Background: an optimization exercise with open tools, aiming at small area and a short achievable clock period. Do not read the settings as production practice.
The RTL was checked by simulation tests, not by an equivalence proof against the original design.
No activity file was given, so power comes from the tool's default toggle rates.

== run 1 ==
// mem_ecc_codec
module mem_ecc_codec (
    input  wire        clk,
    input  wire        rst_n,
    input  wire        in_valid,
    input  wire [1:0]  in_op,
    input  wire [63:0] in_data,
    input  wire [7:0]  in_check,
    output reg         out_valid,
    output wire [63:0] out_data,
    output wire [7:0]  out_check,
    output wire [1:0]  out_status,
    output wire [7:0]  out_syndrome,
    output wire [6:0]  out_pos
);
Size in the first run: ~1,000 cells after synthesis.
export LEC_CHECK = 0
export CAP_MARGIN = 20
export CORE_MARGIN = 2
export CORE_UTILIZATION = 40
export SETUP_SLACK_MARGIN = 3.5
export SLEW_MARGIN = 20
create_clock -name core_clock -period 8.0 [get_ports {clk}]
standard.sh (not shown) runs the stock make flow with config.mk's settings and CLKGATE_MAP_FILE= SYNTH_SCRIPT=/design/flow/synth_recipe.tcl, a recipe that flattens the netlist after the stock synthesis.
==> flow/flow/run.sh <==
#!/bin/bash
# Own flow: the standard synthesis, then the combinational logic between
# the registers re-mapped by ABC with an area-oriented script (registers,
# their names and cell types untouched), then the standard layout with plain
# buffers on the ports instead of the delay cells buffer_ports picks by default.
set -euo pipefail
HERE=$(pwd)
R=$HERE/orfs/results/$FLOW_PLATFORM/mem_ecc_codec/base
bash standard.sh synth > make_synth.log 2>&1
cp $R/1_2_yosys.v $HERE/synth_standard.v
yosys -c flow/resyn.tcl > yosys_resyn.log 2>&1
cp $HERE/synth_resyn.v $R/1_2_yosys.v
rm -f $R/1_synth.odb $R/1_synth.sdc
bash standard.sh BUFFER_PORTS_ARGS="-buffer_cell sky130_fd_sc_hd__buf_1" finish > make_finish.log 2>&1
==> flow/flow/abc.script <==
strash; dch -f; balance; rewrite; refactor; balance; rewrite; rewrite -z; balance; refactor -z; rewrite -z; balance; dch -f; balance; rewrite; refactor; balance; rewrite; rewrite -z; balance; refactor -z; rewrite -z; balance; dch -f; amap; mfs2; strash; dch -f; map -a; topo
==> flow/flow/resyn.tcl <==
# Re-map the combinational logic of the standard synthesis; the flip-flops
# stay as they are (blackboxed during the re-map).
yosys -import
set lib $::env(FLOW_HOME)/platforms/sky130hd/lib/sky130_fd_sc_hd__tt_025C_1v80.lib
set dont_use {}
foreach c [split [exec sh -c "grep -o 'sky130_fd_sc_hd__\[a-z0-9_\]*' $::env(FLOW_HOME)/platforms/sky130hd/config.mk | sort -u"] "\n"] {
  lappend dont_use -dont_use $c
}
read_liberty -ignore_miss_func $lib
read_verilog synth_standard.v
hierarchy -top $::env(FLOW_TOP)
foreach m [split [exec sh -c "grep -o 'sky130_fd_sc_hd__df\[a-z0-9_\]*' synth_standard.v | sort -u"] "\n"] {
  blackbox $m
}
flatten
opt_clean -purge
set script [file normalize flow/abc.script]
abc -liberty $lib {*}$dont_use -script $script
opt_clean -purge
yosys rename -hide w:*.*
opt_clean -purge
tee -o resyn_stat.txt stat -liberty $lib
select $::env(FLOW_TOP)
write_verilog -noattr -selected synth_resyn.v
The following lists how run 2 was set up differently from run 1:
- changing SETUP_SLACK_MARGIN from 3.5 to 3.9
Findings:
- More vias were needed by run 2 than by run 1.
- Non-clock buffer count in the final layout: higher on run 2
- Relative to run 1, end-of-flow core utilization has increased by 3.8 points in run 2.
- Compared to run 1, run 2 has maximum frequency about 8% higher.
- Run 2 vs. run 1: weighted congestion at the end of routability-driven global placement went up by 1.9%.

========
Setup of build 13:
Another version of the RTL of mem_ecc_codec (not shown whole).
Size in the first run: about 930 cells after synthesis, about 170 I/O pins, ~8600 um^2 of cells after synthesis.
==> flow/config.mk <==
export PLATFORM = sky130hd
export DESIGN_NAME = mem_ecc_codec
export DESIGN_NICKNAME = mem_ecc_codec
export VERILOG_FILES = /design/flow/design.v
export SDC_FILE = /design/flow/constraint.sdc
export NUM_CORES = 4
export LEC_CHECK = 0
export CAP_MARGIN = 20
export CORE_MARGIN = 2
export CORE_UTILIZATION = 55
export CTS_BUF_LIST = sky130_fd_sc_hd__clkbuf_8
export CTS_CLUSTER_SIZE = 30
export PLACE_DENSITY = 0.75
export SETUP_SLACK_MARGIN = 5.0
export SLEW_MARGIN = 20
==> flow/constraint.sdc <==
create_clock -name core_clock -period 8.0 [get_ports {clk}]
set_input_delay 1.6000 -clock core_clock [delete_from_list [all_inputs] [get_ports {clk}]]
set_output_delay 1.6000 -clock core_clock [all_outputs]
set_load 0.01 [all_outputs]
==> flow/flow/run.sh <==
#!/bin/bash
# Own flow: the standard synthesis, then the combinational logic replaced
# by the gate-level netlist of flow/netgen.py (same registers: names and cell
# type), checked equivalent to the standard synthesis by yosys; then the
# standard layout, with plain buffers on the ports instead of the delay cells
# buffer_ports picks by default. If the generated netlist fails a check, the
# standard synthesis's netlist is laid out instead.
set -euo pipefail
HERE=$(pwd)
R=$HERE/orfs/results/$FLOW_PLATFORM/mem_ecc_codec/base
LIB=$FLOW_HOME/platforms/$FLOW_PLATFORM/lib/sky130_fd_sc_hd__tt_025C_1v80.lib
bash standard.sh synth > make_synth.log 2>&1
cp $R/1_2_yosys.v $HERE/synth_standard.v
USE=synth_standard.v
# generator options (structure and drive strengths), if any
set -a; [ -f flow/netgen.env ] && . flow/netgen.env; set +a
if LIB=$LIB python3 flow/netgen.py $HERE/net_gen.v > netgen.log 2>&1; then
  yosys -p "read_liberty -lib $LIB; read_verilog net_gen.v; hierarchy -top $FLOW_TOP; opt_clean -purge; write_verilog -noattr -noexpr net_norm.v" > yosys_norm.log 2>&1
  timeout 900 yosys -p "read_liberty -ignore_miss_func $LIB; read_verilog synth_standard.v; rename $FLOW_TOP gold; read_verilog net_norm.v; rename $FLOW_TOP gate; flatten gold gate; opt_clean; equiv_make gold gate equiv; hierarchy -top equiv; equiv_simple; equiv_status -assert" > yosys_equiv.log 2>&1 \
    && python3 - <<'PY' > regcheck.log 2>&1 && USE=net_final.v
# give each flip-flop the instance name the standard synthesis gave the same
# register (the suffix after '$' depends on how yosys read its reset/enable),
# then require the same names and cell types
import re, sys
pat = re.compile(r'(sky130_fd_sc_hd__df\w+)\s+\\([^\s$]+)(\$\S*)?\s')
std = {m.group(2): (m.group(1), m.group(2) + (m.group(3) or '')) for m in pat.finditer(open('synth_standard.v').read())}
txt = open('net_norm.v').read()
def ren(m):
    base = m.group(2)
    if base not in std: sys.exit('no standard register ' + base)
    return m.group(1) + ' \\' + std[base][1] + ' '
txt2 = pat.sub(ren, txt)
open('net_final.v', 'w').write(txt2)
a = sorted(std.values())
b = sorted((m.group(1), m.group(2) + (m.group(3) or '')) for m in pat.finditer(txt2))
print(len(a), len(b))
sys.exit(0 if a == b and a else 1)
PY
fi
echo "laying out $USE" > netlist_choice.log
cp $HERE/$USE $R/1_2_yosys.v
rm -f $R/1_synth.odb $R/1_synth.sdc
bash standard.sh BUFFER_PORTS_ARGS="-buffer_cell sky130_fd_sc_hd__buf_1" finish > make_finish.log 2>&1
Other scripts of this flow, unchanged in this note and not shown: flow/flow/joint.py, flow/flow/netgen.py, flow/flow/paar.py
Relative to build 13, the following input files were edited for build 74:
# build 13
export LEC_CHECK = 0
export CAP_MARGIN = 20
export CORE_MARGIN = 2
export CORE_UTILIZATION = 55
export CTS_BUF_LIST = sky130_fd_sc_hd__clkbuf_8
export CTS_CLUSTER_SIZE = 30
export PLACE_DENSITY = 0.75
export SETUP_SLACK_MARGIN = 5.0
export SLEW_MARGIN = 20
create_clock -name core_clock -period 8.0 [get_ports {clk}]
# build 74
export LEC_CHECK = 0
export CAP_MARGIN = 20
export CORE_MARGIN = 2
export CORE_UTILIZATION = 40
export SETUP_SLACK_MARGIN = 4.4
export SLEW_MARGIN = 20
create_clock -name core_clock -period 8.0 [get_ports {clk}]
Findings:
In the metrics for build 13 and build 74, the one carrying the lower growth of design area from synthesis to finish is build 74.
Taking build 13 as the reference, in build 74 non-filler instance count after layout now sits higher, final area fell about 2%.
Build 74 vs build 13 on relative contribution of the clock network to total power: build 74 is the higher one.
[build 74] post-CTS setup-driven buffer insertion count fell 8 relative to build 13
Looking at setup slack, build 74 sits 0.41 ns below build 13.
Build 13 → build 74: post-synthesis instance total stayed essentially flat; chip height rose by about 17%; tightest hold margin fell by 0.012 ns; number of buffers and inverters on the critical path fell by 3.
Compared to build 13, the router laid down more metal wire for build 74.
For build 57, these inputs were changed with respect to build 74:
# build 74
export LEC_CHECK = 0
export CAP_MARGIN = 20
export CORE_MARGIN = 2
export CORE_UTILIZATION = 40
export SETUP_SLACK_MARGIN = 4.4
export SLEW_MARGIN = 20
create_clock -name core_clock -period 8.0 [get_ports {clk}]
# build 57
export LEC_CHECK = 0
export CAP_MARGIN = 20
export CORE_MARGIN = 2
export CORE_UTILIZATION = 40
export SETUP_SLACK_MARGIN = 4.8
export SLEW_MARGIN = 20
create_clock -name core_clock -period 8.0 [get_ports {clk}]
Notes after the runs:
For placed cell count, build 74 and build 57 come out practically identical.
On build 57: count of clock buffers in the final design is 2 higher than what build 74 gave.
Compared with build 74, in build 57 cts-stage hold buffer count level; sequential share of layout area moved down.
Comparing build 74 and build 57, the lower switching share of total power is on build 57.
Non-clock buffer count, build 74 and build 57: higher on build 57
Of build 74 and build 57, build 74 shows the lower routed length on met3, with build 57 above it.
Row worst setup slack: build 57 higher / build 74 lower
Against build 74, build 57 reports a total area of multi-input combinational cells that is higher.
Build 57 against build 74: number of instances resized during post-cts repair increased by 15 relative to the old numbers; aggregate routed wire length moved down.
The inputs of build 38 differ from those of build 57 as listed below.
# build 57
export LEC_CHECK = 0
export CAP_MARGIN = 20
export CORE_MARGIN = 2
export CORE_UTILIZATION = 40
export SETUP_SLACK_MARGIN = 4.8
export SLEW_MARGIN = 20
create_clock -name core_clock -period 8.0 [get_ports {clk}]
# build 38
export LEC_CHECK = 0
export CAP_MARGIN = 20
export CORE_MARGIN = 2
export CORE_UTILIZATION = 40
export SETUP_SLACK_MARGIN = 5.0
export SLEW_MARGIN = 20
create_clock -name core_clock -period 8.0 [get_ports {clk}]
--- outcome ---
Diff build 57 -> build 38: global-route wire length before repair now sits higher; signed area change from the synthesized netlist to the final layout now sits higher.
Relative to build 57, the routed wire length per instance measured on build 38 has increased slightly.
Build 38 reports its cell with the biggest individual delay on the critical path as sky130_fd_sc_hd__mux2_1 while build 57 reports sky130_fd_sc_hd__xor2_2.
Count of clock-buffer cells in the layout delta for build 38 relative to build 57: 2 lower

==> static timing again, ports no longer ideal <==
In the flow no input, the clock included, has a driving cell. The finished layouts below were timed again as built, in two steps.
Step 1 sets driving cells, clkbuf_16 on the clock port and buf_2 on the other inputs (assumed; they add their load-dependent delay and slew).
Step 2, shift: input delay + t, output delay - t, t = (earliest + latest rising clock arrival at the registers) / 2. This alone moves slack from input paths to output paths.
Three values: ideal, step 1, step 2; two values: the first two.
run | shift t [ns] | setup slack, ns | worst hold slack (ns) | worst setup path at the end
run 1 | 0.384 | 3.586 / 3.544 / 3.370 | 1.392 / 1.372 / 1.756 | input to register
run 2 | 0.389 | 3.913 / 3.872 / 3.664 | 1.376 / 1.360 / 1.749 | input to register
build 13 | 0.530 | 4.975 / 4.975 / 4.504 | 0.438 / 0.438 / 0.438 | input to register
build 74 | 0.489 | 4.568 / 4.595 / 4.106 | 0.426 / 0.426 / 0.426 | input to register
build 57 | 0.468 | 4.873 / 4.880 / 4.429 | 0.423 / 0.423 / 0.423 | input to register
build 38 | 0.475 | 5.030 / 5.054 / 4.579 | 0.429 / 0.429 / 0.429 | input to register
After both steps every run listed still meets setup and hold. For build 13, which loses most, drivers alone change the setup slack by 0.000 ns; drivers and shift together by -0.471 ns.
